What follows belongs to an exercise in optimizing a design on an open flow for small area, a short achievable clock period and few clock cycles per item; a production flow would make more cautious choices. Only simulation tests tie the RTL to the original design; equivalence was not proved.

==> design/flow/design.v <==
module sha384_core (
    input  wire         clk,
    input  wire         rst,
    input  wire         in_valid,
    output wire         in_ready,
    input  wire [63:0]  in_data,      
    input  wire         in_first,     
    input  wire         in_last,      
    output reg          out_valid,
    output wire [383:0] digest        
);
    localparam [63:0] IV0 = 64'hcbbb9d5dc1059ed8, IV1 = 64'h629a292a367cd507, IV2 = 64'h9159015a3070dd17, IV3 = 64'h152fecd8f70e5939,
                      IV4 = 64'h67332667ffc00b31, IV5 = 64'h8eb44a8768581511, IV6 = 64'hdb0c2e0d64f98fa7, IV7 = 64'h47b5481dbefa4fa4;
    localparam [64*80-1:0] KTAB = {
        64'h6c44198c4a475817, 64'h5fcb6fab3ad6faec, 64'h597f299cfc657e2a, 64'h4cc5d4becb3e42b6,
        64'h431d67c49c100d4c, 64'h3c9ebe0a15c9bebc, 64'h32caab7b40c72493, 64'h28db77f523047d84,
        64'h1b710b35131c471b, 64'h113f9804bef90dae, 64'h0a637dc5a2c898a6, 64'h06f067aa72176fba,
        64'hf57d4f7fee6ed178, 64'heada7dd6cde0eb1e, 64'hd186b8c721c0c207, 64'hca273eceea26619c,
        64'hc67178f2e372532b, 64'hbef9a3f7b2c67915, 64'ha4506cebde82bde9, 64'h90befffa23631e28,
        64'h8cc702081a6439ec, 64'h84c87814a1f0ab72, 64'h78a5636f43172f60, 64'h748f82ee5defb2fc,
        64'h682e6ff3d6b2b8a3, 64'h5b9cca4f7763e373, 64'h4ed8aa4ae3418acb, 64'h391c0cb3c5c95a63,
        64'h34b0bcb5e19b48a8, 64'h2748774cdf8eeb99, 64'h1e376c085141ab53, 64'h19a4c116b8d2d0c8,
        64'h106aa07032bbd1b8, 64'hf40e35855771202a, 64'hd69906245565a910, 64'hd192e819d6ef5218,
        64'hc76c51a30654be30, 64'hc24b8b70d0f89791, 64'ha81a664bbc423001, 64'ha2bfe8a14cf10364,
        64'h92722c851482353b, 64'h81c2c92e47edaee6, 64'h766a0abb3c77b2a8, 64'h650a73548baf63de,
        64'h53380d139d95b3df, 64'h4d2c6dfc5ac42aed, 64'h2e1b21385c26c926, 64'h27b70a8546d22ffc,
        64'h142929670a0e6e70, 64'h06ca6351e003826f, 64'hd5a79147930aa725, 64'hc6e00bf33da88fc2,
        64'hbf597fc7beef0ee4, 64'hb00327c898fb213f, 64'ha831c66d2db43210, 64'h983e5152ee66dfab,
        64'h76f988da831153b5, 64'h5cb0a9dcbd41fbd4, 64'h4a7484aa6ea6e483, 64'h2de92c6f592b0275,
        64'h240ca1cc77ac9c65, 64'h0fc19dc68b8cd5b5, 64'hefbe4786384f25e3, 64'he49b69c19ef14ad2,
        64'hc19bf174cf692694, 64'h9bdc06a725c71235, 64'h80deb1fe3b1696b1, 64'h72be5d74f27b896f,
        64'h550c7dc3d5ffb4e2, 64'h243185be4ee4b28c, 64'h12835b0145706fbe, 64'hd807aa98a3030242,
        64'hab1c5ed5da6d8118, 64'h923f82a4af194f9b, 64'h59f111f1b605d019, 64'h3956c25bf348b538,
        64'he9b5dba58189dbbc, 64'hb5c0fbcfec4d3b2f, 64'h7137449123ef65cd, 64'h428a2f98d728ae22
    };
    function automatic [63:0] rotr(input [63:0] x, input integer n);
        rotr = (x >> n) | (x << (64 - n));
    endfunction
    reg  [3:0] ph;                
    reg  [3:0] dph;               
    reg  [4:0] wcnt;              
    reg        nfirst, nlast;     
    reg        busy;              
    reg  [6:0] cnt;               
    reg        rnd, fin, sch;     
    reg        cfirst, clast;     
    wire word0_ok = (ph[1:0] == 2'd0) && (!busy || cnt >= 7'd68);
    assign in_ready = (wcnt == 5'd0) ? word0_ok
                                     : (!wcnt[4] && dph == wcnt[3:0]);
    wire acc   = in_valid && in_ready;
    wire full  = wcnt[4] || (wcnt == 5'd15 && acc);
    wire free  = !busy || cnt == 7'd83;
    wire start = full && dph == 4'd15 && free;
    reg [1023:0] w;               
    reg [63:0] a, b, c, d, e, f, g, h;
    reg [63:0] ha0, ha1, ha2, ha3, he0, he1, he2, he3;    
    reg [63:0] hkw;               
    wire [6:0]  kidx = (cnt < 7'd79) ? cnt + 7'd1 : 7'd0;
    wire [63:0] kval = KTAB[64*kidx +: 64];
    wire [63:0] bsig1 = rotr(e, 14) ^ rotr(e, 18) ^ rotr(e, 41);
    wire [63:0] bsig0 = rotr(a, 28) ^ rotr(a, 34) ^ rotr(a, 39);
    wire [63:0] ch    = (e & f) ^ (~e & g);
    wire [63:0] maj   = (a & b) ^ (a & c) ^ (b & c);
    wire [63:0] e_new = d + hkw + bsig1 + ch;
    wire [63:0] a_new = hkw + bsig1 + ch + bsig0 + maj;
    wire [63:0] w0  = w[0 +: 64];
    wire [63:0] ssig0 = rotr(w[64 +: 64], 1) ^ rotr(w[64 +: 64], 8) ^ (w[64 +: 64] >> 7);
    wire [63:0] ssig1 = rotr(w[896 +: 64], 19) ^ rotr(w[896 +: 64], 61) ^ (w[896 +: 64] >> 6);
    wire [63:0] wnext = ssig1 + w[576 +: 64] + ssig0 + w0;
    wire [63:0] w_in  = acc ? in_data : (sch ? wnext : w0);
    reg [63:0] iva, ive;
    always @* begin
        case (ph[1:0])
            2'd0: begin iva = IV3; ive = IV7; end
            2'd1: begin iva = IV2; ive = IV6; end
            2'd2: begin iva = IV1; ive = IV5; end
            default: begin iva = IV0; ive = IV4; end
        endcase
    end
    wire [63:0] hba  = cfirst ? iva : ha3;
    wire [63:0] hbe  = cfirst ? ive : he3;
    wire [63:0] ya   = fin ? d + hba : ha3;
    wire [63:0] ye   = fin ? h + hbe : he3;
    wire        ldiv = (wcnt != 5'd0) && nfirst;
    assign digest = {ha0, ha1, ha2, ha3, he0, he1};
    always @(posedge clk) begin
        w   <= {w_in, w[1023:64]};
        hkw <= g + kval + w[127:64];
        a <= rnd ? a_new : (ldiv ? iva : ya);
        b <= a; c <= b; d <= c;
        e <= rnd ? e_new : (ldiv ? ive : ye);
        f <= e; g <= f; h <= g;
        ha0 <= ya; ha1 <= ha0; ha2 <= ha1; ha3 <= ha2;
        he0 <= ye; he1 <= he0; he2 <= he1; he3 <= he2;
    end
    always @(posedge clk) begin
        if (rst) begin
            ph        <= 4'd0;
            dph       <= 4'd0;
            wcnt      <= 5'd0;
            busy      <= 1'b0;
            cnt       <= 7'd83;
            rnd       <= 1'b0;
            fin       <= 1'b0;
            sch       <= 1'b0;
            out_valid <= 1'b0;
        end else begin
            ph  <= ph + 4'd1;
            dph <= (acc && wcnt == 5'd0) ? 4'd1 : dph + 4'd1;
            if (acc && wcnt == 5'd0) begin
                nfirst <= in_first;
                nlast  <= in_last;
            end
            if (start)
                wcnt <= 5'd0;
            else if (acc)
                wcnt <= wcnt + 5'd1;
            out_valid <= fin && cnt == 7'd83 && clast;
            if (start) begin
                busy   <= 1'b1;
                cnt    <= 7'd0;
                rnd    <= 1'b1;
                fin    <= 1'b0;
                sch    <= 1'b1;
                cfirst <= nfirst;
                clast  <= nlast;
            end else if (busy && cnt != 7'd83) begin
                cnt <= cnt + 7'd1;
                rnd <= cnt < 7'd79;
                fin <= cnt >= 7'd79;
                sch <= cnt < 7'd63;
            end else begin
                busy <= 1'b0;
                rnd  <= 1'b0;
                fin  <= 1'b0;
                sch  <= 1'b0;
            end
        end
    end
endmodule
==> design/flow/run.sh <==
#!/bin/bash
# synth_recipe.tcl (not shown) runs the flow's synth.tcl, then flattens the netlist and writes it again
# the make line also repeats each setting of config.mk as NAME=value (left out here)
make -C /OpenROAD-flow-scripts/flow DESIGN_CONFIG=/design/flow/config.mk WORK_HOME=/design/flow/orfs CLKGATE_MAP_FILE= SYNTH_SCRIPT=/design/flow/synth_recipe.tcl finish
==> design/flow/config.mk <==
export PLATFORM = sky130hd
export DESIGN_NAME = sha384_core
export DESIGN_NICKNAME = sha384_core
export VERILOG_FILES = /design/flow/design.v
export SDC_FILE = /design/flow/constraint.sdc
export NUM_CORES = 4
export LEC_CHECK = 0
export CAP_MARGIN = 20
export CORE_MARGIN = 2
export CORE_UTILIZATION = 40
export SLEW_MARGIN = 20
export SYNTH_MEMORY_MAX_BITS = 16384
==> design/flow/constraint.sdc <==
create_clock -name core_clock -period 13.0 [get_ports {clk}]
set_input_delay 2.6000 -clock core_clock [delete_from_list [all_inputs] [get_ports {clk}]]
set_output_delay 2.6000 -clock core_clock [all_outputs]
set_load 0.01 [all_outputs]
==> results.toml <==
[outcome]
status = "complete, no violations"

[clocking]
postCtsHoldBufs = 0
htreeDepth = 4
postCtsSetupRepairBufs = 0
cts_sinks = 2139
postCtsResizedCells = 0
cts_buffer_depth = 3
clock_latency_ns = 0.92
cts_tree = "yes"
clk_pin_slew_ns = 0.07
numCtsBuffers = 217
root_buffer = "clkbuf_16"

[critical_path]
endpoint_kind = "register"
rr_worst_depth = 26
worstPathMaxFanout = 19
worstSetupPathType = "register to register"
cp_data_arrival_time_ns = 10.35
reg2reg_slack_ns = 3.47
reg2reg_from = "cnt[6]"
cp.required_ns = 13.82
max_stage_delay_ns = 0.79
cpMaxStageDelayCell = "o32ai_1"
worstSetupStartpoint = "cnt[6]"
start_kind = "register"
reg2reg_to = "hkw[61]"
crit_family = "compound AO/OA/AOI/OAI gates"
cp.buffers_inverters = 3

[floorplanning]
ios = 455
die_area_sq_um = 243000
start_util_pct = 40.2
coreArea_sq_um = 238000
rows = 179
die_y_um = 493
die_w_um = 493

[sta]
period_minus_slack_ns = 9.53
rsz0062_at_grt = "false"
hold_viol_final = 0
setup_tns_ns = 0
min_period_over_period_pct = 73.3
skew_ns = 0.0875
slew_headroom_pct = 7.22
tightest_slew_ns = 1.38
setup_violations = 0
drv_slew = 0
max_freq_mhz = 105

[cells_and_area]
largest_register_ffs = 1024
multi_input_area_sq_um = 47700
syn2layout_area_growth_pct = 17.1
final_area_sq_um = 112000
layout.cells.non_filler = 13300
regArea_sq_um = 42900
top_register = "w"
num-nets-final = 11000
fillers = 22300
final_layout_size_suffix_gt1_share_pct = 6.81

[placement]
io_buffers = 454
place_hpwl_mm = 351
place_congestion = 0.993
dpl.cell_count = 12900
dpl_cell_area_sq_um = 104000

[global_routing]
grtUsageTotal_pct = 34.9
grt_pass1_wl_mm = 591
antenna_found_initial = 27
grt_max_degree = 124
gr-total-overflow = 0
grt_pass1_vias = 72800

[synthesis]
yosysMostFrequentCell = "dfxtp_1"
synth_top_area_share_pct = 44.8
ys.flop_type = "dfxtp_1"
synthesis.instances = 9536
synth-edff-count = 4
synthTopCellsByCount = "2135 x dfxtp_1, 956 x inv_1, 679 x xnor2_1"
syn_nets = 10500
synth-seq-cells = 2139
synth_top_cell_by_area = "dfxtp_1"
netlist_top_cells_area = "dfxtp_1 45%, fa_1 11%, xnor2_1 6.2%"
synth_area_sq_um = 95500
yosys_warnings = 1
avgSynthCellArea_sq_um = 10.0
async_flop_share_pct = 0
ys_seq_area_share_pct = 44.9
synth_cell_types = 93

[drt]
viasPerCell = 5.52
final_antenna_net_count = 0
vias = 73700
first_pass_iters = 6
wl_per_cell_um = 32.4
drc = 0
drtIter0Drc = 7267
drt-total-wl_mm = 433

[worst_hold_path]
min_path_cells = 0
hold_class = "register to register"
hold_start = "w[847]"
hold_end = "w[783]"

[run]
max_cap_viol_count = 0
metrics by stage:
| step | worst slack (ns) | utilization [%] | hold WS [ns] |
|---|---|---|---|
| final | 3.47 | 47.1 | 0.262 |
| after global routing | 3.24 | 47.1 | 0.263 |
| after CTS | 3.82 | 47.1 | 0.259 |
| after detailed placement | 3.83 | 43.8 | 0.312 |
| after global placement | 3.79 | 43.7 | 0.310 |
| after floorplan | 6.39 | - | 0.310 |
final cells by class:
cell class,count,share of cell area (%)
Tap cell,3167,3.54
Sequential cell,2139,38.3
Timing Repair Buffer,619,5.20
Clock buffer,278,5.40
Clock inverter,123,1.63
Inverter,956,3.21
Antenna cell,8,0.0179
Multi-Input combinational cell,6049,42.7
layer usage:
metal,up-vias,share of wire [%],GRT usage (%)
li1,33200,-,-
met1,36400,41,44.1
met2,3224,46,56.8
met3,839,6.3,4.89
met4,0,7.6,21.1
met5,-,0,0
logic make-up after synthesis:
logic type / share of synthesized area (%)
compound gates: 15.6
flops: 44.9
simple gates: 8.12
buf+inv: 5.31
fa+ha+maj: 16.4
xor+xnor: 8.03
mux: 1.64
layout by cell type (no fill, tap or decap), types with 68 or more instances in the layout:
master / count
clkdlybuf4s50_1: 454
xor2_1: 196
nand2_1: 629
o21bai_1: 68
buf_4: 161
o211ai_1: 71
nor2_1: 391
ha_1: 400
clkbuf_16: 217
a21o_1: 272
o21ai_0: 647
xnor2_1: 677
fa_1: 506
inv_1: 954
nand3_1: 146
nand4_1: 103
a21oi_1: 591
dfxtp_1: 2132
nor3_1: 83
a211oi_1: 72
a31oi_1: 114
mux2i_1: 91
worst max path at each step:
stage | slack, ns | cells after the start | end
4_1_cts | 3.82 | 26 | hkw[61]
6_report | 3.47 | 26 | hkw[61]
5_1_grt | 3.24 | 29 | hkw[61]
3_5_place_dp | 3.83 | 26 | hkw[61]
3_3_place_gp | 3.79 | 26 | hkw[61]
2_1_floorplan | 6.39 | 28 | hkw[61]
Testbench counts, summed over its fixed seeds: cycles 25,500, blocks 300.

==> afterwards: timing with drivers on the ports <==
Ports are ideal in the flow. The routed layout listed here was re-timed in OpenROAD. Step 1: set_driving_cell puts a clkbuf_16 on clk and a buf_2 on each other input, an assumption about the parent block. Step 2, shift: input delay + t, output delay - t, t = (earliest + latest rising clock arrival at the registers) / 2. This alone moves slack from input paths to output paths. Slacks: ideal ports / drivers / drivers and shift; pairs: ideal ports / drivers.
t, ns: 0.972
setup slack, ns: 3.466 / 3.466 / 3.466
slew at the worst register clock pin (ns): 0.07 / 0.07
After both steps setup and hold are still met in this run. The setup slack of this run moves by 0.000 ns with the drivers and by 0.000 ns with both steps.
